Background: an optimization exercise with open tools, aiming at small area, a short achievable clock period and few clock cycles per item. Do not read the settings as production practice.
The RTL was checked by simulation tests, not by an equivalence proof against the original design.
Power is estimated from default activity; no workload was simulated.

$ cat flow/run.sh
#!/bin/bash
# synth_recipe.tcl (not shown) runs the flow's synth.tcl, then flattens the netlist and writes it again
# the make line also repeats each setting of config.mk as NAME=value (left out here)
make -C /OpenROAD-flow-scripts/flow DESIGN_CONFIG=/design/flow/config.mk WORK_HOME=/design/flow/orfs CLKGATE_MAP_FILE= SYNTH_SCRIPT=/design/flow/synth_recipe.tcl finish
$ cat flow/config.mk
export PLATFORM = sky130hd
export DESIGN_NAME = rs136_dec
export DESIGN_NICKNAME = rs136_dec
export VERILOG_FILES = /design/flow/design.v
export SDC_FILE = /design/flow/constraint.sdc
export NUM_CORES = 4
export LEC_CHECK = 0
export CAP_MARGIN = 20
export CORE_MARGIN = 2
export CORE_UTILIZATION = 40
export SLEW_MARGIN = 20
$ cat flow/constraint.sdc
create_clock -name core_clock -period 20.0 [get_ports {clk}]
set_input_delay 4.0000 -clock core_clock [delete_from_list [all_inputs] [get_ports {clk}]]
set_output_delay 4.0000 -clock core_clock [all_outputs]
set_load 0.01 [all_outputs]
$ cat flow/design.v
module rs136_dec (
    input  wire       clk,
    input  wire       rst,
    input  wire       in_valid,
    input  wire [9:0] in_sym,
    output wire       in_ready,
    output reg        out_valid,
    output reg  [9:0] out_sym,
    output reg        out_last,
    output reg        out_fail,
    output reg  [2:0] out_nerr
);
    localparam N   = 136;
    localparam PL  = 5;              
    localparam RL  = 179;            
    function automatic [9:0] gf_mul(input [9:0] a, input [9:0] b);
        reg [18:0] p;
        integer i;
        begin
            p = 19'd0;
            for (i = 0; i < 10; i = i + 1)
                if (b[i]) p = p ^ ({9'd0, a} << i);
            for (i = 18; i >= 10; i = i - 1)
                if (p[i]) p = p ^ (19'h409 << (i - 10));
            gf_mul = p[9:0];
        end
    endfunction
    function automatic [9:0] gf_sq(input [9:0] a);
        reg [18:0] p;
        integer i;
        begin
            p = 19'd0;
            for (i = 0; i < 10; i = i + 1)
                p[2*i] = a[i];
            for (i = 18; i >= 10; i = i - 1)
                if (p[i]) p = p ^ (19'h409 << (i - 10));
            gf_sq = p[9:0];
        end
    endfunction
    function automatic [9:0] gf_sqn(input [9:0] a, input integer n);
        integer i;
        begin
            gf_sqn = a;
            for (i = 0; i < n; i = i + 1)
                gf_sqn = gf_sq(gf_sqn);
        end
    endfunction
    function automatic [9:0] alpha_pow(input integer i);
        case (i)
            0: alpha_pow = 10'h001;
            1: alpha_pow = 10'h002;
            2: alpha_pow = 10'h004;
            3: alpha_pow = 10'h008;
            4: alpha_pow = 10'h010;
            5: alpha_pow = 10'h020;
            6: alpha_pow = 10'h040;
            default: alpha_pow = 10'h080;
        endcase
    endfunction
    function automatic [9:0] chien_init(input integer j);
        case (j)
            0: chien_init = 10'h001;
            1: chien_init = 10'h20e;
            2: chien_init = 10'h146;
            3: chien_init = 10'h00d;
            default: chien_init = 10'h270;
        endcase
    endfunction
    integer i, j, k;
    reg        in_ready_r;
    reg        ins;                  
    reg  [9:0] sym_q;
    reg  [10*RL-1:0] ring;
    assign in_ready = in_ready_r;
    wire [9:0] ring_out = ring[10*RL-1 -: 10];
    always @(posedge clk) begin
        sym_q <= in_sym;
        ring  <= {ring[10*RL-11:0], ins ? sym_q : ring_out};
    end
    reg [7:0] cnt;
    reg [7:0] dins;
    reg [7:0] dcs;
    reg [7:0] incnt;                
    reg       rdy;                  
    wire      cstart = rdy && (dcs == 8'd0);
    reg [4:0] v;
    reg [4:0] lst;
    wire      outnow = v[4];
    wire [7:0] cnt1 = cnt + {7'd0, ins} - {7'd0, outnow};
    wire       acc  = in_valid && in_ready_r;
    wire [7:0] cnt2a = cnt1 + 8'd1 - {7'd0, v[3]};
    wire [7:0] cnt2n = cnt1 - {7'd0, v[3]};
    wire       rdy_a = (cnt2a < RL) || v[2];
    wire       rdy_n = (cnt2n == 8'd0) ||
                       (!ins && dins == 8'd2 && ((cnt2n < RL) || v[2]));
    always @(posedge clk) begin
        if (rst) begin
            in_ready_r <= 1'b1;
            ins        <= 1'b0;
            cnt        <= 8'd0;
            incnt      <= 8'd0;
        end else begin
            in_ready_r <= acc ? rdy_a : rdy_n;
            ins        <= acc;
            cnt        <= cnt1;
            if (ins)
                incnt <= (incnt == N - 1) ? 8'd0 : incnt + 8'd1;
        end
        if (ins)
            dins <= 8'd0;
        else
            dins <= (dins == 8'd0) ? RL - 1 : dins - 8'd1;
        if (ins && cnt == 8'd0)
            dcs <= RL - PL - 1;
        else if (cstart)
            dcs <= N - 1;
        else
            dcs <= (dcs == 8'd0) ? RL - 1 : dcs - 8'd1;
    end
    reg  [9:0] syn [0:7];
    reg  [9:0] synf [0:7];
    wire       last_in = ins && (incnt == N - 1);
    always @* begin
        for (i = 0; i < 8; i = i + 1)
            synf[i] = ((incnt == 8'd0) ? 10'd0 : gf_mul(syn[i], alpha_pow(i))) ^ sym_q;
    end
    always @(posedge clk) begin
        if (ins)
            for (i = 0; i < 8; i = i + 1)
                syn[i] <= synf[i];
    end
    reg  [9:0] S   [0:7];
    reg  [9:0] lam [0:4];           
    reg  [9:0] bp  [0:4];           
    reg  [9:0] bprev;               
    reg  [9:0] gam, dlt, accu;
    reg  [9:0] om0, om1, om3;
    reg  [3:0] len;
    reg  [2:0] r;
    reg  [2:0] st;
    reg        bm_run, om_run;
    wire       cond = (dlt != 10'd0) && ({len, 1'b0} <= {1'b0, r});
    reg  [3:0] sidx;
    reg  [9:0] ssel;
    always @* begin
        if (om_run)
            sidx = 4'd2 - {1'b0, st};
        else if (r == 3'd7)
            sidx = 4'd3 - {1'b0, st};
        else
            sidx = {1'b0, r} + 4'd1 - {1'b0, st};
        ssel = sidx[3] ? 10'd0 : S[sidx[2:0]];
    end
    wire [9:0] ma_a = om_run ? ((st == 3'd0) ? S[1] : (st == 3'd1) ? S[0] : 10'd0) : gam;
    wire [9:0] ma   = gf_mul(ma_a, lam[0]);
    wire [9:0] mb   = gf_mul(om_run ? S[0] : dlt, om_run ? lam[0] : bprev);
    wire [9:0] lnew = om_run ? lam[0] : (ma ^ mb);
    wire [9:0] mc   = gf_mul(lnew, ssel);
    wire [9:0] accn = ((st == 3'd0) ? 10'd0 : accu) ^ mc;
    always @(posedge clk) begin
        if (rst) begin
            bm_run <= 1'b0;
            om_run <= 1'b0;
            rdy    <= 1'b0;
        end else begin
            if (cstart)
                rdy <= 1'b0;
            if (last_in) begin
                bm_run <= 1'b1;
                om_run <= 1'b0;
                r      <= 3'd1;
                st     <= 3'd0;
            end else if (bm_run) begin
                if (st == 3'd4) begin
                    st <= 3'd0;
                    r  <= r + 3'd1;
                    if (r == 3'd7) begin
                        bm_run <= 1'b0;
                        om_run <= 1'b1;
                    end
                end else
                    st <= st + 3'd1;
            end else if (om_run) begin
                if (st == 3'd2) begin
                    om_run <= 1'b0;
                    rdy    <= 1'b1;
                end
                st <= st + 3'd1;
            end
        end
        if (last_in) begin
            for (i = 0; i < 8; i = i + 1)
                S[i] <= synf[i];
            lam[0] <= 10'd1;
            lam[1] <= synf[0];
            lam[2] <= 10'd0;
            lam[3] <= 10'd0;
            lam[4] <= 10'd0;
            bp[0]  <= (synf[0] != 10'd0) ? 10'd1 : 10'd0;
            bp[1]  <= (synf[0] != 10'd0) ? 10'd0 : 10'd1;
            bp[2]  <= 10'd0;
            bp[3]  <= 10'd0;
            bp[4]  <= 10'd0;
            bprev  <= 10'd0;
            gam    <= (synf[0] != 10'd0) ? synf[0] : 10'd1;
            len    <= (synf[0] != 10'd0) ? 4'd1 : 4'd0;
            dlt    <= synf[1] ^ gf_sq(synf[0]);
        end else if (bm_run || om_run) begin
            for (i = 0; i < 4; i = i + 1)
                lam[i] <= lam[i+1];
            lam[4] <= lnew;
            accu   <= accn;
            if (bm_run) begin
                for (i = 0; i < 4; i = i + 1)
                    bp[i] <= bp[i+1];
                bp[4] <= cond ? lam[0] : bprev;
                bprev <= (st == 3'd4) ? 10'd0 : bp[0];
                if (st == 3'd4) begin
                    dlt <= accn;
                    if (cond) begin
                        gam <= dlt;
                        len <= {1'b0, r} + 4'd1 - len;
                    end
                    if (r == 3'd7)
                        om3 <= accn;
                end
            end else begin
                if (st == 3'd0)
                    om0 <= mb;
                om1 <= ((st == 3'd0) ? 10'd0 : om1) ^ ma;
            end
        end
    end
    wire [9:0] lamf [0:4];
    assign lamf[0] = lam[2];
    assign lamf[1] = lam[3];
    assign lamf[2] = lam[4];
    assign lamf[3] = lam[0];
    assign lamf[4] = lam[1];
    reg [9:0] lam_c [0:4];
    reg [9:0] om_c  [0:3];
    reg [7:0] ccnt;
    reg [3:0] clen, clen_l;
    always @(posedge clk) begin
        if (cstart) begin
            for (j = 0; j < 5; j = j + 1)
                lam_c[j] <= gf_mul(lamf[j], chien_init(j));
            om_c[0] <= om0;
            om_c[1] <= gf_mul(om1, chien_init(1));
            om_c[2] <= gf_mul(accu, chien_init(2));
            om_c[3] <= gf_mul(om3, chien_init(3));
            clen    <= len;
        end else begin
            for (j = 0; j < 5; j = j + 1)
                lam_c[j] <= gf_mul(lam_c[j], alpha_pow(j));
            for (k = 0; k < 4; k = k + 1)
                om_c[k] <= gf_mul(om_c[k], alpha_pow(k));
        end
    end
    wire [9:0] lam_sum = lam_c[0] ^ lam_c[1] ^ lam_c[2] ^ lam_c[3] ^ lam_c[4];
    wire [9:0] lam_odd = lam_c[1] ^ lam_c[3];
    wire [9:0] om_sum  = om_c[0] ^ om_c[1] ^ om_c[2] ^ om_c[3];
    reg        rt1;
    reg  [9:0] den1, num1;
    reg        rt2;
    reg  [9:0] a2, a15_2, num2;
    reg        rt3;
    reg  [9:0] inv3, num3;
    reg        rt4;
    reg  [9:0] e4;
    reg  [2:0] nroots;
    wire [9:0] a3_1   = gf_mul(gf_sq(den1), den1);
    wire [9:0] a15_1  = gf_mul(gf_sqn(a3_1, 2), a3_1);
    wire [9:0] a255_2 = gf_mul(gf_sqn(a15_2, 4), a15_2);
    wire [9:0] a511_2 = gf_mul(gf_sq(a255_2), a2);
    wire [2:0] nroots_tot = nroots + {2'd0, rt4};
    always @(posedge clk) begin
        rt1   <= (lam_sum == 10'd0);
        den1  <= lam_odd;
        num1  <= om_sum;
        rt2   <= rt1;
        a2    <= den1;
        a15_2 <= a15_1;
        num2  <= num1;
        rt3   <= rt2;
        inv3  <= gf_sq(a511_2);
        num3  <= num2;
        rt4   <= rt3;
        e4    <= gf_mul(num3, inv3);
        if (rst) begin
            v   <= 5'd0;
            lst <= 5'd0;
            ccnt <= 8'd0;
        end else begin
            if (cstart) begin
                v[0]   <= 1'b1;
                lst[0] <= 1'b0;
                ccnt   <= 8'd1;
            end else begin
                if (ccnt == N)
                    v[0] <= 1'b0;
                lst[0] <= (ccnt == N - 1);
                ccnt   <= ccnt + 8'd1;
            end
            v[4:1]   <= v[3:0];
            lst[4:1] <= lst[3:0];
        end
        if (v[0] && lst[0])
            clen_l <= clen;
        if (v[4]) begin
            nroots <= lst[4] ? 3'd0 : nroots_tot;
        end else if (cstart)
            nroots <= 3'd0;
    end
    always @(posedge clk) begin
        out_sym  <= ring_out ^ (rt4 ? e4 : 10'd0);
        out_last <= v[4] && lst[4];
        out_fail <= (clen_l > 4'd4) || ({1'b0, nroots_tot} != clen_l);
        out_nerr <= clen_l[2:0];
        if (rst)
            out_valid <= 1'b0;
        else
            out_valid <= outnow;
    end
endmodule
==> results of run 1 <==
per-layer routing:
layer,GRT usage,routed length [µm],vias up,share of wire
met5,0,0,-,0
met4,0.05443,4266,0,0.029
met3,0.03336,8667,277,0.058
met2,0.2348,65590,1020,0.44
met1,0.2149,70160,19510,0.47
li1,-,-,19760,-
state kept, by name, summed over array words and instances (netlist names), 40 cells and up:
| signal | count |
|---|---|
| ring | 1790 |
| S | 80 |
| syn | 80 |
| bp | 50 |
| lam | 50 |
| lam_c | 50 |
| om_c | 40 |
cells by family after synthesis:
logic type,after synthesis
AOI/OAI and AO/OA,649
xor gates and xnor gates,1146
adders and majority gates,62
buffers and inverters,396
DFF,2396
muxes,104
and+or+nand+nor,1247
metrics by stage:
stage	total power [mW]	area (µm²)	instances	util
after floorplan	6.604	75730	6000	-
after global placement	6.948	78400	8282	0.4170
after detailed placement	6.997	78430	8284	0.4172
after CTS	11.45	86410	8703	0.4596
after global routing	11.82	86450	8705	0.4598
final	11.31	86450	8706	0.4598
where the power goes:
part | switching, mW | internal (mW) | total, mW
Combinational | 0.895 | 0.762 | 1.66
Clock | 1.80 | 2.62 | 4.41
Sequential | 0.0966 | 5.14 | 5.24
Total | 2.79 | 8.52 | 11.3
cells in the final DEF, fill, tap and decap left out, types with 49 or more instances in the layout:
cell | Yosys | layout
a21oi_1 | 103 | 102
a22oi_1 | 87 | 87
buf_4 | 6 | 70
clkbuf_16 | 0 | 227
dfxtp_1 | 2105 | 2102
edfxtp_1 | 291 | 291
ha_1 | 59 | 59
inv_1 | 77 | 75
mux2i_1 | 65 | 65
nand2_1 | 666 | 665
nand3_1 | 50 | 49
nor2_1 | 266 | 265
nor2b_1 | 65 | 65
o21ai_0 | 157 | 157
xnor2_1 | 750 | 748
xnor3_1 | 79 | 79
xor2_1 | 292 | 290
critical path: cells and delay by family, from the launching register on:
kind,cells,cell delay [ns]
AOI/OAI and AO/OA,1,0.51
xor gates and xnor gates,8,2.50
muxes,2,1.09
buffers and inverters,1,0.70
DFF,1,0.31
and+or+nand+nor,3,1.13
worst paths after layout:
check                           slack [ns]        end  startpoint  depth (start not counted)
worst min register to register        0.27  ring[129]   ring[119]                          0
worst max register to register       13.49     dlt[0]      om_run                         15
worst max-delay path                 13.49     dlt[0]      om_run                         15
worst min-delay path                  0.27  ring[129]   ring[119]                          0
layout make-up:
type / instances / area [µm²] / area share
sequential: 2396 / 50890 / 0.5886
multi-input combinational: 3208 / 23290 / 0.2694
clock buffer: 305 / 6344 / 0.07338
tap: 2495 / 3122 / 0.03611
clock inverter: 114 / 1637 / 0.01893
timing repair buffer: 100 / 843.3 / 0.009755
inverter: 86 / 325.3 / 0.003763
antenna: 2 / 5.005 / 0.00005789
==> summary.txt, run 1 <==
Critical path
  • CP required: between 20 and 25 ns
  • CP Cell Sequence: buf_4, and2b_1, o22a_1, nand2_1, xnor3_1, xnor3_1, xnor3_1, xor2_1, mux2i_1, nor2_1, xnor3_1, xnor3_1, xnor2_2, xnor2_1, mux2_2
  • CP arrival: slightly above 7 ns
  • Crit start category: flop
  • Crit path max fanout: between 80 and 90
  • Setup CP Type: reg2reg
  • CP max stage delay: between 0.8 and 0.9 ns
  • Top cell by count, worst path: xnor3_1
  • Crit-path slowest cell: and2b_1
  • Worst setup EP type: flop

Logic synthesis
  • Post-synthesis area per instance: 12.62 µm²
  • Area share of fa/ha/maj cells after synthesis: 0.01054
  • Post-synth cell types: a little under 100
  • FF+latch count, synth: approximately 2400
  • Post-Syn Area: between 0.07 and 0.08 mm²
  • Post-synth ARST share: 0
  • Main synth FF type: dfxtp_1
  • Top-area cell type share of the netlist area: 0.5564
  • Top cells by count, synth: dfxtp_1, xnor2_1, nand2_1
  • Multiplexer area fraction after synthesis: 0.01513
  • Dominant cell by count in the synthesized netlist: dfxtp_1
  • Synth area leaders: dfxtp_1, edfxtp_1, xnor2_1
  • Post-synth EDFFs: 291
  • Total of warnings raised by yosys: 8
  • XOR/XNOR Fraction of Synth Area: 0.1505
  • Main combinational cell family by area after synthesis: XOR/XNOR gates
  • Post-synthesis sequential area ratio: 0.6718
  • Leading area contributor after synthesis: dfxtp_1
  • Synth Area in Compound Gates: 0.05880
  • Simple-Gate Fraction of Synth Area: 0.07180
  • Syn Nets: 6075
  • Cells after synthesis: 6000

Floorplan
  • Core region area: 0.1880 mm²
  • Die Y: 439.1 µm
  • DIE AREA: between 0.15 and 0.2 mm²
  • Die X: 439.1 µm
  • Effective utilization at floorplan: 0.4028
  • Rows: 159
  • I/O pin count: 30

Drt
  • Final ANT Viol Nets: 0
  • Wirelength per Cell: 17.08 µm
  • Final WL: roughly 150000 µm
  • Vias: a little over 40000
  • TritonRoute pass-1 iters: 6
  • 1st-iter DRT viols: about 3000
  • DR vias/cell: between 4 and 5
  • Detailed-route DRC error count: 0

STA
  • Max-Slew Margin vs Limit: 0.2843
  • Final setup viols: 0
  • Skew final: 0.07686 ns
  • Unrepaired setup endpoints after global routing: false
  • Tmin final: between 6 and 7 ns
  • Measured slew at the worst slew-check pin: 1.071 ns
  • Final Cycle Share: 0.3256
  • Setup TNS: 0 ns
  • FMAX: 0.1536 GHz
  • Slew Limit Fails: 0
  • Fin. Hold Viols: 0
  • Smallest hold slack: between 0.2 and 0.3 ns
  • Final setup margin: around 13 ns

Clock tree
  • Cts hold-fix bufs: 0
  • Clk sinks: between 2000 and 2500
  • Clock-pin slew on the worst setup and hold paths: about 0.060 ns
  • Clock latency (worst-skew pair): ~0.85 ns
  • Root Buffer: clkbuf_16
  • Clock Path Buffers: 3
  • CTS tree: done
  • Setup repair bufs after CTS: 0
  • H-tree Lvls: 4
  • Post-cts resize count: 0
  • Num CTS Buffers: around 220

Power
  • VDD IR-drop max: a little under 100 µV
  • Total power divided by cell area: approximately 130 mW/mm²
  • Leakage: between 30 and 40 nW

Place
  • DP Wirelength: between 90000 and 100000 µm
  • Routability cong.: slightly below 0.9
  • Pre-CTS setup slack: 13.51 ns
  • IO buf count: 29

Global routing
  • Global-route wire length before repair: around 230000 µm
  • Vias in the first global route: roughly 41000
  • Largest net degree at the start of global routing: 112
  • GR Overflow Total: 0
  • GRT Overall Usage: 0.1539
  • Initial antenna violation count: 2

Cells and area
  • Nets: 6091
  • Area growth from synthesis to layout: 14.15%
  • Share of layout cells above drive strength 1: 0.08810
  • FILL cells: between 15000 and 20000

Job
  • Max-cap viol count: 0

Hold path
  • Min-Delay Path Class: reg2reg

Outcome
  • Outcome: finished clean
Testbench counts, summed over its fixed seeds: cycles 27,560, items 192.
==> run 2: changes to the inputs <==
--- a/flow/design.v
+++ b/flow/design.v
@@ -13,4 +13,4 @@
     localparam N   = 136;
-    localparam PL  = 5;              
-    localparam RL  = 179;            
+    localparam PL  = 3;              
+    localparam RL  = 172;            
     function automatic [9:0] gf_mul(input [9:0] a, input [9:0] b);
@@ -59,2 +59,79 @@
     endfunction
+    function automatic [4:0] g5_mul(input [4:0] a, input [4:0] b);
+        reg [8:0] p;
+        integer i;
+        begin
+            p = 9'd0;
+            for (i = 0; i < 5; i = i + 1)
+                if (b[i]) p = p ^ ({4'd0, a} << i);
+            for (i = 8; i >= 5; i = i - 1)
+                if (p[i]) p = p ^ (9'h029 << (i - 5));
+            g5_mul = p[4:0];
+        end
+    endfunction
+    function automatic [9:0] to_comp(input [9:0] a);
+        begin
+            to_comp[0] = a[0] ^ a[1] ^ a[2] ^ a[4] ^ a[5] ^ a[8] ^ a[9];
+            to_comp[1] = a[3] ^ a[4] ^ a[5] ^ a[6] ^ a[7] ^ a[9];
+            to_comp[2] = a[3] ^ a[6];
+            to_comp[3] = a[1] ^ a[5] ^ a[6];
+            to_comp[4] = a[1] ^ a[4] ^ a[9];
+            to_comp[5] = a[7];
+            to_comp[6] = a[4] ^ a[6] ^ a[7] ^ a[8] ^ a[9];
+            to_comp[7] = a[5] ^ a[7] ^ a[8] ^ a[9];
+            to_comp[8] = a[1] ^ a[2] ^ a[6] ^ a[8];
+            to_comp[9] = a[1] ^ a[3] ^ a[4] ^ a[6] ^ a[8];
+        end
+    endfunction
+    function automatic [9:0] from_comp(input [9:0] a);
+        begin
+            from_comp[0] = a[0] ^ a[3] ^ a[4] ^ a[8];
+            from_comp[1] = a[1] ^ a[7] ^ a[9];
+            from_comp[2] = a[4] ^ a[5] ^ a[6] ^ a[8];
+            from_comp[3] = a[1] ^ a[3] ^ a[4] ^ a[5];
+            from_comp[4] = a[1] ^ a[3] ^ a[6] ^ a[9];
+            from_comp[5] = a[2] ^ a[4] ^ a[5] ^ a[7] ^ a[9];
+            from_comp[6] = a[1] ^ a[2] ^ a[3] ^ a[4] ^ a[5];
+            from_comp[7] = a[5];
+            from_comp[8] = a[2] ^ a[3] ^ a[6] ^ a[7] ^ a[9];
+            from_comp[9] = a[3] ^ a[4] ^ a[6] ^ a[7];
+        end
+    endfunction
+    function automatic [4:0] g5_inv(input [4:0] a);
+        case (a)
+            5'd0: g5_inv = 5'd0;
+            5'd1: g5_inv = 5'd1;
+            5'd2: g5_inv = 5'd20;
+            5'd3: g5_inv = 5'd24;
+            5'd4: g5_inv = 5'd10;
+            5'd5: g5_inv = 5'd8;
+            5'd6: g5_inv = 5'd12;
+            5'd7: g5_inv = 5'd29;
+            5'd8: g5_inv = 5'd5;
+            5'd9: g5_inv = 5'd11;
+            5'd10: g5_inv = 5'd4;
+            5'd11: g5_inv = 5'd9;
+            5'd12: g5_inv = 5'd6;
+            5'd13: g5_inv = 5'd28;
+            5'd14: g5_inv = 5'd26;
+            5'd15: g5_inv = 5'd31;
+            5'd16: g5_inv = 5'd22;
+            5'd17: g5_inv = 5'd18;
+            5'd18: g5_inv = 5'd17;
+            5'd19: g5_inv = 5'd23;
+            5'd20: g5_inv = 5'd2;
+            5'd21: g5_inv = 5'd25;
+            5'd22: g5_inv = 5'd16;
+            5'd23: g5_inv = 5'd19;
+            5'd24: g5_inv = 5'd3;
+            5'd25: g5_inv = 5'd21;
+            5'd26: g5_inv = 5'd14;
+            5'd27: g5_inv = 5'd30;
+            5'd28: g5_inv = 5'd13;
+            5'd29: g5_inv = 5'd7;
+            5'd30: g5_inv = 5'd27;
+            5'd31: g5_inv = 5'd15;
+            default: g5_inv = 5'd0;
+        endcase
+    endfunction
     function automatic [9:0] chien_init(input integer j);
@@ -85,12 +162,12 @@
     wire      cstart = rdy && (dcs == 8'd0);
-    reg [4:0] v;
-    reg [4:0] lst;
-    wire      outnow = v[4];
+    reg [2:0] v;
+    reg [2:0] lst;
+    wire      outnow = v[2];
     wire [7:0] cnt1 = cnt + {7'd0, ins} - {7'd0, outnow};
     wire       acc  = in_valid && in_ready_r;
-    wire [7:0] cnt2a = cnt1 + 8'd1 - {7'd0, v[3]};
-    wire [7:0] cnt2n = cnt1 - {7'd0, v[3]};
-    wire       rdy_a = (cnt2a < RL) || v[2];
+    wire [7:0] cnt2a = cnt1 + 8'd1 - {7'd0, v[1]};
+    wire [7:0] cnt2n = cnt1 - {7'd0, v[1]};
+    wire       rdy_a = (cnt2a < RL) || v[0];
     wire       rdy_n = (cnt2n == 8'd0) ||
-                       (!ins && dins == 8'd2 && ((cnt2n < RL) || v[2]));
+                       (!ins && dins == 8'd2 && ((cnt2n < RL) || v[0]));
     always @(posedge clk) begin
@@ -157,3 +234,3 @@
     wire [9:0] lnew = om_run ? lam[0] : (ma ^ mb);
-    wire [9:0] mc   = gf_mul(lnew, ssel);
+    wire [9:0] mc   = gf_mul(last_in ? synf[0] : lnew, last_in ? synf[2] : ssel);
     wire [9:0] accn = ((st == 3'd0) ? 10'd0 : accu) ^ mc;
@@ -170,3 +247,3 @@
                 om_run <= 1'b0;
-                r      <= 3'd1;
+                r      <= 3'd2;
                 st     <= 3'd0;
@@ -193,9 +270,4 @@
                 S[i] <= synf[i];
-            lam[0] <= 10'd1;
-            lam[1] <= synf[0];
-            lam[2] <= 10'd0;
             lam[3] <= 10'd0;
             lam[4] <= 10'd0;
-            bp[0]  <= (synf[0] != 10'd0) ? 10'd1 : 10'd0;
-            bp[1]  <= (synf[0] != 10'd0) ? 10'd0 : 10'd1;
             bp[2]  <= 10'd0;
@@ -204,5 +276,22 @@
             bprev  <= 10'd0;
-            gam    <= (synf[0] != 10'd0) ? synf[0] : 10'd1;
-            len    <= (synf[0] != 10'd0) ? 4'd1 : 4'd0;
-            dlt    <= synf[1] ^ gf_sq(synf[0]);
+            if (synf[0] != 10'd0) begin
+                lam[0] <= synf[0];
+                lam[1] <= synf[1];
+                lam[2] <= 10'd0;
+                bp[0]  <= 10'd0;
+                bp[1]  <= 10'd1;
+                gam    <= synf[0];
+                len    <= 4'd1;
+                dlt    <= mc ^ gf_sq(synf[1]);
+            end else begin
+                lam[0] <= 10'd1;
+                lam[1] <= 10'd0;
+                lam[2] <= synf[1];
+                bp[0]  <= (synf[1] != 10'd0) ? 10'd1 : 10'd0;
+                bp[1]  <= 10'd0;
+                bp[2]  <= (synf[1] != 10'd0) ? 10'd0 : 10'd1;
+                gam    <= (synf[1] != 10'd0) ? synf[1] : 10'd1;
+                len    <= (synf[1] != 10'd0) ? 4'd2 : 4'd0;
+                dlt    <= synf[2];
+            end
         end else if (bm_run || om_run) begin
@@ -263,31 +352,24 @@
     reg        rt1;
-    reg  [9:0] den1, num1;
+    reg  [9:0] d1, n1;
     reg        rt2;
-    reg  [9:0] a2, a15_2, num2;
-    reg        rt3;
-    reg  [9:0] inv3, num3;
-    reg        rt4;
-    reg  [9:0] e4;
+    reg  [4:0] hi2, lo2, ni2;
     reg  [2:0] nroots;
-    wire [9:0] a3_1   = gf_mul(gf_sq(den1), den1);
-    wire [9:0] a15_1  = gf_mul(gf_sqn(a3_1, 2), a3_1);
-    wire [9:0] a255_2 = gf_mul(gf_sqn(a15_2, 4), a15_2);
-    wire [9:0] a511_2 = gf_mul(gf_sq(a255_2), a2);
-    wire [2:0] nroots_tot = nroots + {2'd0, rt4};
+    wire [4:0] nrm = g5_mul(d1[4:0], d1[4:0]) ^ g5_mul(d1[4:0], d1[9:5]) ^
+                     g5_mul(d1[9:5], d1[9:5]);
+    wire [4:0] t0  = g5_mul(n1[4:0], d1[4:0] ^ d1[9:5]);
+    wire [4:0] t1  = g5_mul(n1[9:5], d1[9:5]);
+    wire [4:0] t2  = g5_mul(n1[4:0] ^ n1[9:5], d1[4:0]);
+    wire [9:0] err = from_comp({g5_mul(hi2, ni2), g5_mul(lo2, ni2)});
+    wire [2:0] nroots_tot = nroots + {2'd0, rt2};
     always @(posedge clk) begin
-        rt1   <= (lam_sum == 10'd0);
-        den1  <= lam_odd;
-        num1  <= om_sum;
-        rt2   <= rt1;
-        a2    <= den1;
-        a15_2 <= a15_1;
-        num2  <= num1;
-        rt3   <= rt2;
-        inv3  <= gf_sq(a511_2);
-        num3  <= num2;
-        rt4   <= rt3;
-        e4    <= gf_mul(num3, inv3);
+        rt1 <= (lam_sum == 10'd0);
+        d1  <= to_comp(lam_odd);
+        n1  <= to_comp(om_sum);
+        rt2 <= rt1;
+        hi2 <= t2 ^ t0;
+        lo2 <= t0 ^ t1;
+        ni2 <= g5_inv(nrm);
         if (rst) begin
-            v   <= 5'd0;
-            lst <= 5'd0;
+            v   <= 3'd0;
+            lst <= 3'd0;
             ccnt <= 8'd0;
@@ -304,4 +386,4 @@
             end
-            v[4:1]   <= v[3:0];
-            lst[4:1] <= lst[3:0];
+            v[2:1]   <= v[1:0];
+            lst[2:1] <= lst[1:0];
         end
@@ -309,4 +391,4 @@
             clen_l <= clen;
-        if (v[4]) begin
-            nroots <= lst[4] ? 3'd0 : nroots_tot;
+        if (v[2]) begin
+            nroots <= lst[2] ? 3'd0 : nroots_tot;
         end else if (cstart)
@@ -315,4 +397,4 @@
     always @(posedge clk) begin
-        out_sym  <= ring_out ^ (rt4 ? e4 : 10'd0);
-        out_last <= v[4] && lst[4];
+        out_sym  <= ring_out ^ (rt2 ? err : 10'd0);
+        out_last <= v[2] && lst[2];
         out_fail <= (clen_l > 4'd4) || ({1'b0, nroots_tot} != clen_l);
==> summary.txt, run 2 <==
Clock tree
  • Clock Path Buffers: 3 (unchanged)
  • Cts hold-fix bufs: 0 (unchanged)
  • Root Buffer: clkbuf_16
  • Clock latency (worst-skew pair): 0.84 ns (about the same)
  • Post-cts resize count: 0 (unchanged)
  • Setup repair bufs after CTS: 0 (unchanged)
  • CTS tree: done
  • H-tree Lvls: 4 (unchanged)
  • Clock-pin slew on the worst setup and hold paths: 0.06 ns (about the same)
  • Num CTS Buffers: 210 (-6.3%)
  • Clk sinks: 2275 (-5.1%)

Place
  • DP Area: 0.07096 mm² (-9.5%)
  • DP Wirelength: 88380 µm (-5.4%)
  • Routability cong.: 0.8861 (-0.68%)
  • IO buf count: 29 (unchanged)

Power
  • VDD IR-drop max: 189.0 µV (+92%)
  • Post-layout power: 12.88 mW (+14%)
  • Total power divided by cell area: 164.0 mW/mm² (+25%)
  • Leakage: 30.09 nW (-8.9%)

Hold path
  • Min-Delay Path Class: reg2reg
  • Hold path startpoint: ring[524]

Cells and area
  • Biggest register: ring
  • Area growth from synthesis to layout: 14.75%
  • Share of layout cells above drive strength 1: 0.09006 (+0.001965)
  • Largest regs: ring (1720), S (80), syn (80)
  • Multi-input gate area: 0.01848 mm² (-21%)
  • Most frequent cells in the layout: dfxtp_1, xnor2_1, nand2_1, edfxtp_1, xor2_1
  • Max reg flops: 1720 (-3.9%)
  • Post-route cell area: 0.07850 mm² (-9.2%)
  • Register area: 0.04876 mm² (-4.2%)
  • FILL cells: 14980 (-11%)
  • Commonest non-fill, non-tap cell in the layout: dfxtp_1
  • Nets: 5262 (-14%)

Logic synthesis
  • Post-synthesis sequential area ratio: 0.7128 (+0.04095)
  • Simple-Gate Fraction of Synth Area: 0.06203 (-0.009776)
  • Post-synth EDFFs: 321 (+10%)
  • Leading area contributor after synthesis: dfxtp_1
  • Top-area cell type share of the netlist area: 0.5719 (+0.01542)
  • Post-synth ARST share: 0 (unchanged)
  • Area share of fa/ha/maj cells after synthesis: 0.01167 (+0.001129)
  • Post-Syn Area: 0.06840 mm² (-9.7%)
  • Dominant cell by count in the synthesized netlist: dfxtp_1
  • Synth area leaders: dfxtp_1, edfxtp_1, xnor2_1
  • Top cells by count, synth: dfxtp_1, xnor2_1, nand2_1
  • Syn Nets: 5182 (-15%)
  • Post-synthesis area per instance: 13.39 µm² (+6.1%)
  • Main synth FF type: dfxtp_1
  • Multiplexer area fraction after synthesis: 0.01136 (-0.003775)
  • FF+latch count, synth: 2275 (-5.1%)
  • Synth Area in Compound Gates: 0.05389 (-0.004913)
  • Main combinational cell family by area after synthesis: XOR/XNOR gates
  • Total of warnings raised by yosys: 8 (unchanged)
  • Post-synth cell types: 93 (-5.1%)
  • XOR/XNOR Fraction of Synth Area: 0.1305 (-0.01995)
  • Cells after synthesis: 5107 (-15%)

STA
  • Max-Slew Margin vs Limit: 0.2102 (-0.07409)
  • Final setup viols: 0 (unchanged)
  • Final Cycle Share: 0.3257 (about the same)
  • Tmin final: 6.514 ns (+0.001100 ns)
  • Fin. Hold Viols: 0 (unchanged)
  • FMAX: 0.1535 GHz (about the same)
  • Unrepaired setup endpoints after global routing: false
  • Measured slew at the worst slew-check pin: 1.185 ns (+0.1137 ns)
  • Slew Limit Fails: 0 (unchanged)
  • Skew final: 0.08411 ns (+0.007244 ns)
  • Setup TNS: 0 ns (unchanged)

Drt
  • 1st-iter DRT viols: 2729 (-10%)
  • Wirelength per Cell: 17.82 µm (+4.4%)
  • TritonRoute pass-1 iters: 5 (-1)
  • DR vias/cell: 4.654 (-0.13%)
  • Final WL: 135400 µm (-9.0%)
  • Final ANT Viol Nets: 0 (unchanged)
  • Detailed-route DRC error count: 0 (unchanged)
  • Vias: 35340 (-13%)

Critical path
  • CP Cell Sequence: inv_1, ha_1, and3b_1, o221ai_1, xnor2_1, xnor3_1, xnor3_1, xnor2_4, xor3_1, o21ai_1, a21oi_1, xnor3_1, xnor3_1, xnor2_1, xor2_1, nand2_1, o21ai_0
  • Crit Reg-Reg Startpoint: st[1]
  • Crit path max fanout: 28 (-67%)
  • Top cell by count, worst path: xnor3_1
  • Setup CP Type: reg2reg
  • Critical Path Source: st[1]
  • Crit-path slowest cell: ha_1
  • Crit start category: flop
  • Worst setup EP type: flop
  • CP arrival: 7.11 ns (+0.03 ns)
  • CP required: 20.60 ns (+0.03 ns)
  • CP max stage delay: 0.83 ns (-0.05 ns)

Global routing
  • Vias in the first global route: 34960 (-14%)
  • Global-route wire length before repair: 210700 µm (-10%)
  • Initial antenna violation count: 4 (+2)
  • GRT Overall Usage: 0.1551 (+0.001200)
  • GR Overflow Total: 0 (unchanged)
  • Largest net degree at the start of global routing: 90 (-20%)

Floorplan
  • Core region area: 0.1697 mm² (-9.8%)
  • DIE AREA: 0.1743 mm² (-9.6%)
  • I/O pin count: 30 (unchanged)
  • Rows: 151 (-5.0%)
  • Die X: 417.5 µm (-4.9%)
  • Die Y: 417.5 µm (-4.9%)
  • Effective utilization at floorplan: 0.4032 (about the same)

Outcome
  • Outcome: finished clean

Job
  • Max-cap viol count: 0 (unchanged)
==> run 2: cell types whose count changed after synthesis, sizes merged, moves of 21 or more <==
| cell | delta |
|---|---|
| nand2 | -172 |
| mux2i | -21 |
| buf | -32 |
| edfxtp | +30 |
| clkbuf | -65 |
| o21ai | -41 |
| nor2b | -29 |
| xnor3 | -21 |
| nand2b | -26 |
| nor2 | -35 |
| dfxtp | -151 |
| nand3 | -30 |
| xor2 | -49 |
| xnor2 | -165 |
==> run 2: path summary, 6_finish.rpt <==
| path | end | slack [ns] | cells after the start |
|---|---|---|---|
| worst min register to register | ring[534] | 0.29 | 0 |
| worst min-delay path | ring[534] | 0.29 | 0 |
| worst max register to register | dlt[1] | 13.49 | 17 |
| worst max-delay path | dlt[1] | 13.49 | 17 |
==> run 2: routing by layer <==
| metal | GRT usage | vias up | share of wire |
|---|---|---|---|
| met5 | 0 | - | 0.000089 |
| met4 | 0.05941 | 2 | 0.032 |
| met3 | 0.03039 | 268 | 0.060 |
| met2 | 0.2286 | 1021 | 0.43 |
| met1 | 0.2243 | 16990 | 0.48 |
| li1 | - | 17060 | - |
==> run 2: cells by family (layout without fill, tap and decap cells) <==
group | count (synthesis) | count (layout)
buf+inv | 285 | 552
fa+ha+maj | 62 | 62
compound gates | 544 | 544
simple gates | 961 | 961
mux | 71 | 71
xor+xnor | 909 | 909
flops | 2275 | 2275
other cells | 0 | 2
==> run 2: final cells by class <==
type | count | area share
antenna | 2 | 0.00006376
clock buffer | 287 | 0.07614
clock inverter | 112 | 0.01943
inverter | 72 | 0.003507
multi-input combinational | 2547 | 0.2355
sequential | 2275 | 0.6212
tap | 2218 | 0.03535
timing repair buffer | 81 | 0.008831
==> run 2: critical path, delay by kind of cell (launching register included) <==
kind,cells,cell delay (ns)
AO/OA/AOI/OAI,4,1.21
XOR/XNOR,9,3.07
adder cells (fa/ha/maj),1,0.83
buffers and inverters,1,0.17
flip-flops,1,0.51
AND/OR/NAND/NOR,2,0.47
==> run 2: through the flow <==
| step | utilization | setup WS (ns) | cells | hold WS [ns] |
|---|---|---|---|---|
| global placement | 0.4182 | 13.62 | 7192 | 0.3097 |
| finish | 0.4627 | 13.49 | 7594 | 0.2880 |
| detailed placement | 0.4183 | 13.47 | 7192 | 0.3121 |
| global route | 0.4626 | 12.96 | 7592 | 0.2973 |
| CTS | 0.4625 | 13.43 | 7591 | 0.2872 |
| floorplan | - | 12.66 | 5107 | 0.3096 |
==> run 2: where the power goes <==
group | internal [mW] | total [mW] | switching (mW)
clock | 2.42 | 4.14 | 1.72
combinational | 1.66 | 3.56 | 1.90
sequential | 4.96 | 5.18 | 0.224
Testbench counts of run 2, summed over its fixed seeds: cycles 27,504, items 192.
==> run 3: changes to the inputs <==
--- a/flow/design.v
+++ b/flow/design.v
@@ -14,3 +14,3 @@
     localparam PL  = 3;              
-    localparam RL  = 172;            
+    localparam RL  = 173;            
     function automatic [9:0] gf_mul(input [9:0] a, input [9:0] b);
@@ -212,3 +212,3 @@
     reg  [9:0] bprev;               
-    reg  [9:0] gam, dlt, accu;
+    reg  [9:0] gam, dlt, accu, lreg, sreg;
     reg  [9:0] om0, om1, om3;
@@ -230,8 +230,8 @@
     end
-    wire [9:0] ma_a = om_run ? ((st == 3'd0) ? S[1] : (st == 3'd1) ? S[0] : 10'd0) : gam;
-    wire [9:0] ma   = gf_mul(ma_a, lam[0]);
-    wire [9:0] mb   = gf_mul(om_run ? S[0] : dlt, om_run ? lam[0] : bprev);
-    wire [9:0] lnew = om_run ? lam[0] : (ma ^ mb);
-    wire [9:0] mc   = gf_mul(last_in ? synf[0] : lnew, last_in ? synf[2] : ssel);
-    wire [9:0] accn = ((st == 3'd0) ? 10'd0 : accu) ^ mc;
+    wire [9:0] ma   = gf_mul(gam, lam[0]);
+    wire [9:0] mb   = gf_mul(dlt, bprev);
+    wire [9:0] lnew = ma ^ mb;
+    wire [9:0] mc   = gf_mul(lreg, sreg);
+    wire [9:0] accn = accu ^ mc;
+    wire       bm_end = bm_run && (r == 3'd7) && (st == 3'd4);
     always @(posedge clk) begin
@@ -260,3 +260,3 @@
             end else if (om_run) begin
-                if (st == 3'd2) begin
+                if (st == 3'd3) begin
                     om_run <= 1'b0;
@@ -267,2 +267,9 @@
         end
+        if (!last_in) begin
+            for (i = 0; i < 3; i = i + 1)
+                bp[i] <= bp[i+1];
+            bp[3] <= (st == 3'd1 && !cond) ? 10'd0 : bp[4];
+            bp[4] <= (st == 3'd0 || cond) ? lam[0] : bprev;
+            bprev <= bm_end ? lam[1] : (st == 3'd4) ? 10'd0 : bp[0];
+        end
         if (last_in) begin
@@ -276,2 +283,3 @@
             bprev  <= 10'd0;
+            sreg   <= synf[2];
             if (synf[0] != 10'd0) begin
@@ -284,3 +292,4 @@
                 len    <= 4'd1;
-                dlt    <= mc ^ gf_sq(synf[1]);
+                lreg   <= synf[0];
+                accu   <= gf_sq(synf[1]);
             end else begin
@@ -294,3 +303,4 @@
                 len    <= (synf[1] != 10'd0) ? 4'd2 : 4'd0;
-                dlt    <= synf[2];
+                lreg   <= 10'd0;
+                accu   <= synf[2];
             end
@@ -299,11 +309,10 @@
                 lam[i] <= lam[i+1];
-            lam[4] <= lnew;
-            accu   <= accn;
+            lam[4] <= om_run ? lam[0] : lnew;
+            lreg   <= om_run ? lam[0] : lnew;
+            sreg   <= ssel;
+            accu   <= (st == (om_run ? 3'd0 : 3'd1)) ? mc : accn;
             if (bm_run) begin
-                for (i = 0; i < 4; i = i + 1)
-                    bp[i] <= bp[i+1];
-                bp[4] <= cond ? lam[0] : bprev;
-                bprev <= (st == 3'd4) ? 10'd0 : bp[0];
-                if (st == 3'd4) begin
+                if (st == 3'd0)
                     dlt <= accn;
+                if (st == 3'd4) begin
                     if (cond) begin
@@ -312,9 +321,15 @@
                     end
-                    if (r == 3'd7)
+                    if (r == 3'd7) begin
                         om3 <= accn;
+                        gam <= S[1];
+                        dlt <= S[0];
+                    end
                 end
             end else begin
-                if (st == 3'd0)
+                if (st == 3'd0) begin
                     om0 <= mb;
-                om1 <= ((st == 3'd0) ? 10'd0 : om1) ^ ma;
+                    gam <= S[0];
+                end
+                if (st[2:1] == 2'd0)
+                    om1 <= ((st == 3'd0) ? 10'd0 : om1) ^ ma;
             end
@@ -323,7 +338,7 @@
     wire [9:0] lamf [0:4];
-    assign lamf[0] = lam[2];
-    assign lamf[1] = lam[3];
-    assign lamf[2] = lam[4];
-    assign lamf[3] = lam[0];
-    assign lamf[4] = lam[1];
+    assign lamf[0] = lam[1];
+    assign lamf[1] = lam[2];
+    assign lamf[2] = lam[3];
+    assign lamf[3] = lam[4];
+    assign lamf[4] = lam[0];
     reg [9:0] lam_c [0:4];
==> summary.txt, run 3 <==
Outcome
  • Outcome: finished clean

Drt
  • Final ANT Viol Nets: 0 (unchanged)
  • Final WL: 121800 µm (-10%)
  • Wirelength per Cell: 16.10 µm (-9.7%)
  • TritonRoute pass-1 iters: 6 (+1)
  • DR vias/cell: 4.474 (-3.9%)
  • Detailed-route DRC error count: 0 (unchanged)
  • Vias: 33860 (-4.2%)
  • 1st-iter DRT viols: 2456 (-10%)

STA
  • Skew final: 0.04824 ns (-0.03587 ns)
  • Measured slew at the worst slew-check pin: 1.182 ns (-0.002658 ns)
  • Max-Slew Margin vs Limit: 0.2120 (+0.001771)
  • Unrepaired setup endpoints after global routing: false
  • Slew Limit Fails: 0 (unchanged)
  • Final setup viols: 0 (unchanged)
  • Tmin final: 5.721 ns (-0.7929 ns)
  • Fin. Hold Viols: 0 (unchanged)
  • FMAX: 0.1748 GHz (+14%)
  • Final Cycle Share: 0.2860 (-0.03965)
  • Setup TNS: 0 ns (unchanged)
  • Smallest hold slack: 0.2885 ns (+0.0004990 ns)

Critical path
  • CP arrival: 1.72 ns (-5.39 ns)
  • Crit start category: flop
  • CP max stage delay: 0.56 ns (-0.27 ns)
  • Crit Reg-Reg Startpoint: ins
  • CP Cell Sequence: clkdlybuf4s50_1
  • Setup CP Type: reg2out
  • CP required: 16.00 ns (-4.60 ns)
  • Crit-path slowest cell: clkdlybuf4s50_1
  • Critical Path Source: in_ready_r
  • Worst setup EP type: output pin
  • CP top delay family: buffers and inverters
  • Buf/Inv on CP: 1 (unchanged)
  • Crit path max fanout: 4 (-86%)

Clock tree
  • H-tree Lvls: 4 (unchanged)
  • CTS tree: done
  • Num CTS Buffers: 214 (+1.9%)
  • Clock Path Buffers: 3 (unchanged)
  • Clk sinks: 2305 (+1.3%)
  • Clock-pin slew on the worst setup and hold paths: 0.06 ns (about the same)
  • Post-cts resize count: 0 (unchanged)
  • Root Buffer: clkbuf_16
  • Cts hold-fix bufs: 0 (unchanged)
  • Setup repair bufs after CTS: 0 (unchanged)
  • Clock latency (worst-skew pair): 0.83 ns (about the same)

Floorplan
  • Rows: 151 (unchanged)
  • I/O pin count: 30 (unchanged)
  • Effective utilization at floorplan: 0.4013 (-0.001836)
  • Die X: 415.4 µm (-0.50%)
  • Core region area: 0.1687 mm² (-0.56%)
  • DIE AREA: 0.1726 mm² (-1.0%)
  • Die Y: 415.4 µm (-0.50%)

Place
  • DP Area: 0.07020 mm² (-1.1%)
  • DP Wirelength: 77050 µm (-13%)
  • IO buf count: 29 (unchanged)
  • Routability cong.: 0.8471 (-4.4%)
  • Placed insts: 7166 (-0.36%)

Power
  • Total power divided by cell area: 150.5 mW/mm² (-8.3%)
  • Leakage: 30.42 nW (+1.1%)
  • VDD IR-drop max: 190.6 µV (+0.85%)
  • Post-layout power: 11.73 mW (-8.9%)

Job
  • Max-cap viol count: 0 (unchanged)

Global routing
  • Global-route wire length before repair: 192700 µm (-8.5%)
  • Vias in the first global route: 33450 (-4.3%)
  • GR Overflow Total: 0 (unchanged)
  • Initial antenna violation count: 2 (-2)
  • GRT Overall Usage: 0.1415 (-0.01357)
  • Largest net degree at the start of global routing: 103 (+14%)

Hold path
  • Hold path startpoint: ring[27]
  • Min-Delay Path Class: reg2reg

Cells and area
  • Biggest register: ring
  • Most frequent cells in the layout: dfxtp_1, nand2_1, xnor2_1, edfxtp_1, xor2_1
  • Max reg flops: 1730 (+0.58%)
  • Largest regs: ring (1730), S (80), syn (80)
  • Commonest non-fill, non-tap cell in the layout: dfxtp_1
  • Post-route cell area: 0.07795 mm² (-0.70%)
  • Nets: 5240 (-0.42%)
  • Finished Layout Cells: 7569 (-0.33%)
  • Area growth from synthesis to layout: 15.11%
  • Share of layout cells above drive strength 1: 0.08564 (-0.004424)

Logic synthesis
  • Post-synthesis area per instance: 13.30 µm² (-0.72%)
  • Post-synth cell types: 70 (-25%)
  • Dominant cell by count in the synthesized netlist: dfxtp_1
  • Synth area leaders: dfxtp_1, edfxtp_1, xnor2_1
  • Syn Nets: 5168 (-0.27%)
  • Post-Syn Area: 0.06771 mm² (-1.0%)
  • Cells after synthesis: 5092 (-0.29%)
  • Post-synth EDFFs: 311 (-3.1%)
  • Leading area contributor after synthesis: dfxtp_1
  • Main synth FF type: dfxtp_1
  • Top cells by count, synth: dfxtp_1, nand2_1, xnor2_1
  • Post-synth ARST share: 0 (unchanged)
  • FF+latch count, synth: 2305 (+1.3%)
  • Post-synthesis sequential area ratio: 0.7274 (+0.01466)
  • Total of warnings raised by yosys: 8 (unchanged)
  • Top-area cell type share of the netlist area: 0.5895 (+0.01766)
==> run 3: changes by cell type after synthesis, moves of 39 or more <==
cell	change
o221ai_1	-49
a22oi_1	-71
nor2_1	-89
dfxtp_1	+40
nand2_1	+266
buf_2	+39
a21oi_1	-51
==> run 3: final timing paths <==
kind | end | slack (ns) | depth (start not counted)
min | ring[37] | 0.29 | 0
min reg2reg | ring[37] | 0.29 | 0
max | in_ready | 14.28 | 1
max reg2reg | in_ready_r | 16.02 | 14
==> run 3: logic make-up after synthesis <==
| kind of cell | share of synthesized area |
|---|---|
| AO/OA/AOI/OAI | 0.03086 |
| XOR/XNOR | 0.1318 |
| adder cells (fa/ha/maj) | 0.01197 |
| buffers and inverters | 0.01619 |
| multiplexers | 0.01401 |
| flip-flops | 0.7274 |
| AND/OR/NAND/NOR | 0.06770 |
==> run 3: area by class of cell <==
| type | count | area (µm²) |
|---|---|---|
| Multi-Input combinational cell | 2519 | 17400 |
| Timing Repair Buffer | 61 | 530.5 |
| Clock inverter | 104 | 1471 |
| Antenna cell | 3 | 7.507 |
| Fill cell | 14850 | 90770 |
| Inverter | 63 | 239.0 |
| Sequential cell | 2305 | 49260 |
| Clock buffer | 296 | 6265 |
| Tap cell | 2218 | 2775 |
==> run 3: metrics by stage <==
step / utilization / setup WS [ns]
3_3_place_gp: 0.4161 / 14.37
6_report: 0.4620 / 14.28
3_5_place_dp: 0.4161 / 14.40
2_1_floorplan: - / 13.38
4_1_cts: 0.4620 / 14.20
5_1_grt: 0.4620 / 14.20
==> run 3: routing by layer <==
metal | part of all wire | vias to the layer above | global-route usage
met3 | 0.053 | 253 | 0.02792
met2 | 0.44 | 844 | 0.2183
met4 | 0.033 | 0 | 0.05481
met1 | 0.47 | 16180 | 0.1960
li1 | - | 16590 | -
met5 | 0 | - | 0
==> run 3: power breakdown <==
group / switching [mW] / total [mW] / internal (mW)
Clock: 1.73 / 4.27 / 2.55
Combinational: 1.21 / 2.40 / 1.19
Sequential: 0.151 / 5.06 / 4.90
Total: 3.09 / 11.7 / 8.64
Testbench counts of run 3, summed over its fixed seeds: cycles 27,512, items 192.
==> run 4: changes to the inputs <==
--- a/flow/design.v
+++ b/flow/design.v
@@ -13,4 +13,4 @@
     localparam N   = 136;
-    localparam PL  = 3;              
-    localparam RL  = 173;            
+    localparam PL  = 2;              
+    localparam RL  = 172;            
     function automatic [9:0] gf_mul(input [9:0] a, input [9:0] b);
@@ -162,12 +162,14 @@
     wire      cstart = rdy && (dcs == 8'd0);
-    reg [2:0] v;
-    reg [2:0] lst;
-    wire      outnow = v[2];
+    reg [1:0] v;
+    reg [1:0] lst;
+    reg [7:0] ccnt;
+    wire      outnow = v[1];
+    wire      v0n    = cstart || (v[0] && ccnt != N);    
     wire [7:0] cnt1 = cnt + {7'd0, ins} - {7'd0, outnow};
     wire       acc  = in_valid && in_ready_r;
-    wire [7:0] cnt2a = cnt1 + 8'd1 - {7'd0, v[1]};
-    wire [7:0] cnt2n = cnt1 - {7'd0, v[1]};
-    wire       rdy_a = (cnt2a < RL) || v[0];
+    wire [7:0] cnt2a = cnt1 + 8'd1 - {7'd0, v[0]};
+    wire [7:0] cnt2n = cnt1 - {7'd0, v[0]};
+    wire       rdy_a = (cnt2a < RL) || v0n;
     wire       rdy_n = (cnt2n == 8'd0) ||
-                       (!ins && dins == 8'd2 && ((cnt2n < RL) || v[0]));
+                       (!ins && dins == 8'd2 && ((cnt2n < RL) || v0n));
     always @(posedge clk) begin
@@ -345,3 +347,2 @@
     reg [9:0] om_c  [0:3];
-    reg [7:0] ccnt;
     reg [3:0] clen, clen_l;
@@ -366,4 +367,5 @@
     wire [9:0] om_sum  = om_c[0] ^ om_c[1] ^ om_c[2] ^ om_c[3];
-    reg        rt1;
-    reg  [9:0] d1, n1;
+    wire       rt1 = (lam_sum == 10'd0);
+    wire [9:0] d1  = to_comp(lam_odd);
+    wire [9:0] n1  = to_comp(om_sum);
     reg        rt2;
@@ -379,5 +381,2 @@
     always @(posedge clk) begin
-        rt1 <= (lam_sum == 10'd0);
-        d1  <= to_comp(lam_odd);
-        n1  <= to_comp(om_sum);
         rt2 <= rt1;
@@ -387,8 +386,8 @@
         if (rst) begin
-            v   <= 3'd0;
-            lst <= 3'd0;
+            v   <= 2'd0;
+            lst <= 2'd0;
             ccnt <= 8'd0;
         end else begin
+            v[0] <= v0n;
             if (cstart) begin
-                v[0]   <= 1'b1;
                 lst[0] <= 1'b0;
@@ -396,4 +395,2 @@
             end else begin
-                if (ccnt == N)
-                    v[0] <= 1'b0;
                 lst[0] <= (ccnt == N - 1);
@@ -401,4 +398,4 @@
             end
-            v[2:1]   <= v[1:0];
-            lst[2:1] <= lst[1:0];
+            v[1]   <= v[0];
+            lst[1] <= lst[0];
         end
@@ -406,4 +403,4 @@
             clen_l <= clen;
-        if (v[2]) begin
-            nroots <= lst[2] ? 3'd0 : nroots_tot;
+        if (v[1]) begin
+            nroots <= lst[1] ? 3'd0 : nroots_tot;
         end else if (cstart)
@@ -413,3 +410,3 @@
         out_sym  <= ring_out ^ (rt2 ? err : 10'd0);
-        out_last <= v[2] && lst[2];
+        out_last <= v[1] && lst[1];
         out_fail <= (clen_l > 4'd4) || ({1'b0, nroots_tot} != clen_l);
--- a/flow/config.mk
+++ b/flow/config.mk
@@ -10,2 +10,5 @@
 export CORE_UTILIZATION = 40
+export CTS_BUF_LIST = sky130_fd_sc_hd__clkbuf_8
+export CTS_CLUSTER_DIAMETER = 60
+export CTS_CLUSTER_SIZE = 20
 export SLEW_MARGIN = 20
==> summary.txt, run 4 <==
Cells and area
  • Commonest non-fill, non-tap cell in the layout: dfxtp_1
  • Max reg flops: 1720 (-0.58%)
  • Post-route cell area: 0.07285 mm² (-6.5%)
  • Share of layout cells above drive strength 1: 0.06137 (-0.02427)
  • Nets: 5270 (+0.57%)
  • Area growth from synthesis to layout: 8.724%
  • Finished Layout Cells: 7472 (-1.3%)
  • Biggest register: ring
  • Largest regs: ring (1720), S (80), syn (80)
  • Most frequent cells in the layout: dfxtp_1, nand2_1, xnor2_1, edfxtp_1, xor2_1

Place
  • DP Wirelength: 78910 µm (+2.4%)
  • Placed insts: 7237 (+0.99%)
  • IO buf count: 29 (unchanged)
  • Routability cong.: 0.8531 (+0.71%)
  • DP Area: 0.06967 mm² (-0.76%)
  • Pre-CTS setup slack: 14.46 ns (+0.06920 ns)

Power
  • Total power divided by cell area: 173.9 mW/mm² (+16%)
  • Post-layout power: 12.67 mW (+8.0%)
  • Leakage: 27.45 nW (-9.7%)
  • VDD IR-drop max: 439.4 µV (+130%)

Job
  • Max-cap viol count: 0 (unchanged)

STA
  • Final Cycle Share: 0.2941 (+0.008065)
  • Skew final: 0.07837 ns (+0.03014 ns)
  • Final setup margin: 14.12 ns (-0.1613 ns)
  • Max-Slew Margin vs Limit: 0.2666 (+0.05465)
  • FMAX: 0.1700 GHz (-2.7%)
  • Fin. Hold Viols: 0 (unchanged)
  • Slew Limit Fails: 0 (unchanged)
  • Tmin final: 5.882 ns (+0.1613 ns)
  • Final setup viols: 0 (unchanged)
  • Measured slew at the worst slew-check pin: 1.097 ns (-0.08462 ns)
  • Setup TNS: 0 ns (unchanged)
  • Unrepaired setup endpoints after global routing: false

Logic synthesis
  • Leading area contributor after synthesis: dfxtp_1
  • Main synth FF type: dfxtp_1
  • FF+latch count, synth: 2272 (-1.4%)
  • Post-synth ARST share: 0 (unchanged)
  • Total of warnings raised by yosys: 8 (unchanged)
  • Post-Syn Area: 0.06701 mm² (-1.0%)
  • Post-synth EDFFs: 311 (unchanged)
  • Synth area leaders: dfxtp_1, edfxtp_1, xnor2_1
  • Post-synthesis area per instance: 12.99 µm² (-2.3%)
  • Cells after synthesis: 5158 (+1.3%)
  • Post-synthesis sequential area ratio: 0.7252 (-0.002212)
  • Post-synth cell types: 76 (+8.6%)
  • Dominant cell by count in the synthesized netlist: dfxtp_1
  • Top cells by count, synth: dfxtp_1, nand2_1, xnor2_1
  • Top-area cell type share of the netlist area: 0.5859 (-0.003662)
  • Syn Nets: 5236 (+1.3%)

Floorplan
  • Die Y: 413.3 µm (-0.52%)
  • DIE AREA: 0.1708 mm² (-1.0%)
  • Core region area: 0.1668 mm² (-1.1%)
  • Die X: 413.3 µm (-0.52%)
  • Effective utilization at floorplan: 0.4016 (about the same)
  • Rows: 150 (-0.66%)
  • I/O pin count: 30 (unchanged)

Drt
  • Routed met1 length: 58630 µm (+2.5%)
  • Highest Signal Layer: met5
  • Detailed-route DRC error count: 0 (unchanged)
  • Met2 WL: 52350 µm (-3.4%)
  • Final WL: 121500 µm (-0.30%)
  • Met3 WL: 7004 µm (+8.2%)
  • DR vias/cell: 4.492 (+0.41%)
  • 1st-iter DRT viols: 2623 (+6.8%)
  • Vias: 33570 (-0.87%)
  • Wirelength per Cell: 16.26 µm (+0.99%)
  • TritonRoute pass-1 iters: 6 (unchanged)
  • Final ANT Viol Nets: 0 (unchanged)

Clock tree
  • Cts hold-fix bufs: 0 (unchanged)
  • CTS tree: done
  • Num CTS Buffers: 157 (-27%)
  • Clock latency (worst-skew pair): 0.94 ns (+0.11 ns)
  • Clock Path Buffers: 3 (unchanged)
  • Post-cts resize count: 0 (unchanged)
  • Clock-pin slew on the worst setup and hold paths: 0.11 ns (+0.05 ns)
  • H-tree Lvls: 4 (unchanged)
  • Setup repair bufs after CTS: 0 (unchanged)
  • Root Buffer: clkbuf_8
  • Clk sinks: 2272 (-1.4%)

Critical path
  • CP arrival: 1.88 ns (+0.16 ns)
  • Worst setup EP type: output pin
  • Crit path max fanout: 3 (-1)
  • Buf/Inv on CP: 1 (unchanged)
  • Crit-path slowest cell: clkdlybuf4s50_1
  • Setup CP Type: reg2out
  • CP max stage delay: 0.58 ns (+0.02 ns)
  • CP required: 16.00 ns (about the same)
  • Crit start category: flop
  • CP Cell Sequence: clkdlybuf4s50_1
  • CP top delay family: buffers and inverters

Global routing
  • Largest net degree at the start of global routing: 101 (-1.9%)
  • GRT Overall Usage: 0.1429 (+0.001433)
  • Vias in the first global route: 32550 (-2.7%)
  • Global-route wire length before repair: 190100 µm (-1.3%)
  • Initial antenna violation count: 5 (+3)
  • GR Overflow Total: 0 (unchanged)

Outcome
  • Outcome: finished clean

Hold path
  • Min-Delay Path Class: reg2reg
-- run 4: worst paths after layout --
check	cells after the start	slack, ns	to	startpoint
min reg2reg	0	0.29	ring[1238]	ring[1228]
max	1	14.12	in_ready	in_ready_r
max reg2reg	16	14.56	ni2[1]	lam_c[3][1]
min	0	0.29	ring[1238]	ring[1228]
-- run 4: metal layers --
layer / up-vias / track usage
met3: 211 / 0.02879
met4: 2 / 0.04834
met1: 15990 / 0.2055
met5: - / 0
met2: 801 / 0.2143
li1: 16560 / -
-- run 4: kinds of logic after synthesis --
family                   count (synthesis)  share of synthesized area
flip-flops                            2272                     0.7252
AND/OR/NAND/NOR                       1115                    0.06894
XOR/XNOR                               966                     0.1310
AO/OA/AOI/OAI                          396                    0.03553
buffers and inverters                  273                    0.01550
multiplexers                            69                    0.01102
adder cells (fa/ha/maj)                 67                    0.01277
-- run 4: area by class of cell --
| type | count | area (µm²) |
|---|---|---|
| Antenna cell | 5 | 12.51 |
| Clock buffer | 160 | 2202 |
| Clock inverter | 70 | 974.7 |
| Fill cell | 15050 | 93990 |
| Inverter | 77 | 296.5 |
| Multi-Input combinational cell | 2613 | 17410 |
| Sequential cell | 2272 | 48600 |
| Tap cell | 2204 | 2758 |
| Timing Repair Buffer | 71 | 605.6 |
-- run 4: metrics by stage --
stage | hold slack (ns) | util
6_report | 0.2926 | 0.4367
5_1_grt | 0.2782 | 0.4366
4_1_cts | 0.2737 | 0.4366
3_5_place_dp | 0.3121 | 0.4175
3_3_place_gp | 0.3097 | 0.4175
2_1_floorplan | 0.3096 | -
-- run 4: power breakdown --
group          leakage (nW)  internal, mW  switching, mW  total (mW)
Clock                  1.64         0.904           1.48        2.38
Sequential             18.7          4.88          0.142        5.02
Combinational          7.10          2.40           2.86        5.26
Total                  27.5          8.19           4.48        12.7
Testbench counts of run 4, summed over its fixed seeds: cycles 27,504, items 192.
==> run 5: changes to the inputs <==
--- a/flow/config.mk
+++ b/flow/config.mk
@@ -10,5 +10,5 @@
 export CORE_UTILIZATION = 40
-export CTS_BUF_LIST = sky130_fd_sc_hd__clkbuf_8
+export CTS_BUF_LIST = sky130_fd_sc_hd__clkbuf_8 sky130_fd_sc_hd__clkbuf_16
 export CTS_CLUSTER_DIAMETER = 60
-export CTS_CLUSTER_SIZE = 20
+export CTS_CLUSTER_SIZE = 30
 export SLEW_MARGIN = 20
==> summary.txt, run 5 <==
Logic synthesis
  • Top-area cell type share of the netlist area: 0.5859 (unchanged)
  • Cells after synthesis: 5158 (unchanged)
  • Post-synth cell types: 76 (unchanged)
  • Post-synthesis area per instance: 12.99 µm² (unchanged)
  • Top cells by count, synth: dfxtp_1, nand2_1, xnor2_1
  • Post-synth EDFFs: 311 (unchanged)
  • Dominant cell by count in the synthesized netlist: dfxtp_1
  • Total of warnings raised by yosys: 8 (unchanged)
  • FF+latch count, synth: 2272 (unchanged)
  • Main synth FF type: dfxtp_1
  • Synth area leaders: dfxtp_1, edfxtp_1, xnor2_1
  • Post-synthesis sequential area ratio: 0.7252 (unchanged)
  • Syn Nets: 5236 (unchanged)
  • Leading area contributor after synthesis: dfxtp_1
  • Post-synth ARST share: 0 (unchanged)
  • Post-Syn Area: 0.06701 mm² (unchanged)

STA
  • Final Cycle Share: 0.2882 (-0.005855)
  • Unrepaired setup endpoints after global routing: false
  • Setup TNS: 0 ns (unchanged)
  • Measured slew at the worst slew-check pin: 1.076 ns (-0.02186 ns)
  • Skew final: 0.06455 ns (-0.01383 ns)
  • FMAX: 0.1735 GHz (+2.0%)
  • Tmin final: 5.765 ns (-0.1171 ns)
  • Max-Slew Margin vs Limit: 0.2812 (+0.01461)
  • Slew Limit Fails: 0 (unchanged)
  • Fin. Hold Viols: 0 (unchanged)
  • Final setup viols: 0 (unchanged)

Global routing
  • Vias in the first global route: 32450 (-0.29%)
  • Initial antenna violation count: 5 (unchanged)
  • Largest net degree at the start of global routing: 101 (unchanged)
  • GR Overflow Total: 0 (unchanged)
  • Global-route wire length before repair: 189900 µm (about the same)
  • GRT Overall Usage: 0.1430 (about the same)

Power
  • Leakage: 28.16 nW (+2.6%)
  • Total power divided by cell area: 179.1 mW/mm² (+3.0%)
  • VDD IR-drop max: 435.5 µV (-0.90%)

Cells and area
  • Area growth from synthesis to layout: 11.15%
  • Largest regs: ring (1720), S (80), syn (80)
  • Commonest non-fill, non-tap cell in the layout: dfxtp_1
  • Max reg flops: 1720 (unchanged)
  • Finished Layout Cells: 7466 (-0.080%)
  • Fin util: 0.4464 (+0.009764)
  • Share of layout cells above drive strength 1: 0.06009 (-0.001284)
  • Nets: 5245 (-0.47%)
  • Most frequent cells in the layout: dfxtp_1, nand2_1, xnor2_1, edfxtp_1, xor2_1
  • Biggest register: ring

Drt
  • Wirelength per Cell: 16.26 µm (about the same)
  • TritonRoute pass-1 iters: 6 (unchanged)
  • Detailed-route DRC error count: 0 (unchanged)
  • Final WL: 121400 µm (about the same)
  • Vias: 33410 (-0.47%)
  • 1st-iter DRT viols: 2576 (-1.8%)
  • Final ANT Viol Nets: 0 (unchanged)
  • DR vias/cell: 4.474 (-0.39%)

Critical path
  • Crit path max fanout: 3 (unchanged)
  • R2R Setup Slk: 14.58 ns (+0.02 ns)
  • CP Cell Sequence: clkdlybuf4s50_1
  • Crit-path slowest cell: clkdlybuf4s50_1
  • Buf/Inv on CP: 1 (unchanged)
  • CP max stage delay: 0.58 ns (about the same)
  • CP top delay family: buffers and inverters
  • CP required: 16.00 ns (about the same)
  • CP arrival: 1.76 ns (-0.12 ns)
  • Worst setup EP type: output pin
  • Setup CP Type: reg2out
  • Crit start category: flop

Clock tree
  • Clock Path Buffers: 3 (unchanged)
  • Post-cts resize count: 0 (unchanged)
  • Clock latency (worst-skew pair): 0.82 ns (-0.12 ns)
  • Num CTS Buffers: 132 (-16%)
  • Cts hold-fix bufs: 0 (unchanged)
  • Clk sinks: 2272 (unchanged)
  • Setup repair bufs after CTS: 0 (unchanged)
  • Clock-pin slew on the worst setup and hold paths: 0.09 ns (-0.02 ns)
  • H-tree Lvls: 4 (unchanged)
  • CTS tree: done
  • Root Buffer: clkbuf_16

Place
  • Routability cong.: 0.8531 (unchanged)
  • Placed insts: 7237 (unchanged)
  • IO buf count: 29 (unchanged)
  • DP Wirelength: 78910 µm (unchanged)

Job
  • Max-cap viol count: 0 (unchanged)

Floorplan
  • Die Y: 413.3 µm (unchanged)
  • Rows: 150 (unchanged)
  • Effective utilization at floorplan: 0.4016 (unchanged)
  • I/O pin count: 30 (unchanged)
  • Core region area: 0.1668 mm² (unchanged)
  • DIE AREA: 0.1708 mm² (unchanged)
  • Die X: 413.3 µm (unchanged)

Hold path
  • Min-Delay Path Class: reg2reg

Outcome
  • Outcome: finished clean
-- run 5: where the power goes --
| group | switching [mW] | total (mW) | internal (mW) |
|---|---|---|---|
| combinational | 2.85 | 5.26 | 2.40 |
| clock | 1.65 | 3.06 | 1.41 |
| sequential | 0.142 | 5.02 | 4.88 |
-- run 5: final cells by class --
cell class / count / area [µm²]
sequential: 2272 / 48600
multi-input combinational: 2613 / 17410
fill: 14870 / 92360
clock buffer: 137 / 3395
timing repair buffer: 71 / 605.6
clock inverter: 89 / 1416
tap: 2204 / 2758
inverter: 77 / 296.5
antenna: 3 / 7.507
-- run 5: final timing paths --
path / from / endpoint / depth (start not counted)
setup / recovery: in_ready_r / in_ready / 1
hold / removal: ring[721] / ring[731] / 0
hold reg to reg: ring[721] / ring[731] / 0
setup reg to reg: lam_c[3][1] / ni2[1] / 16
-- run 5: cells by family (layout without fill, tap and decap cells) --
logic type / after synthesis / count (layout) / share of synthesized area
simple gates: 1115 / 1115 / 0.06894
compound gates: 396 / 396 / 0.03553
fa+ha+maj: 67 / 67 / 0.01277
buf+inv: 273 / 374 / 0.01550
other cells: 0 / 3 / 0
flops: 2272 / 2272 / 0.7252
xor+xnor: 966 / 966 / 0.1310
mux: 69 / 69 / 0.01102
-- run 5: through the flow --
step	hold slack [ns]	power, mW	cell area, µm²	setup WS (ns)
finish	0.2864	13.34	74480	14.24
global placement	0.3097	10.35	69670	14.43
global route	0.2813	14.23	74480	13.99
floorplan	0.3096	9.488	67010	13.83
CTS	0.2826	13.49	74480	14.16
detailed placement	0.3121	10.41	69670	14.46
-- run 5: metal layers --
layer | vias up | GRT usage | wire length [µm]
li1 | 16560 | - | -
met2 | 786 | 0.2143 | 51940
met1 | 15850 | 0.2057 | 59010
met3 | 214 | 0.02655 | 6689
met4 | 0 | 0.05185 | 3736
met5 | - | 0 | 0

-- what the ideal ports hide --
In the flow no input, the clock included, has a driving cell. The finished layouts below were timed again as built, in two steps.
Step 1: set_driving_cell puts a clkbuf_16 on clk and a buf_2 on each other input, an assumption about the parent block.
Step 2, shift: input delay + t, output delay - t, t = (earliest + latest rising clock arrival at the registers) / 2. This alone moves slack from input paths to output paths.
Slacks: ideal ports / drivers / drivers and shift; pairs: ideal ports / drivers.
run	t (ns)	setup slack, ns
run 1	0.900	13.488 / 13.488 / 13.488
run 2	0.875	13.487 / 13.487 / 13.487
run 3	0.879	14.279 / 14.201 / 14.387
run 4	0.978	14.118 / 14.044 / 14.468
run 5	0.867	14.235 / 14.158 / 14.445
After both steps every run listed still meets setup and hold.
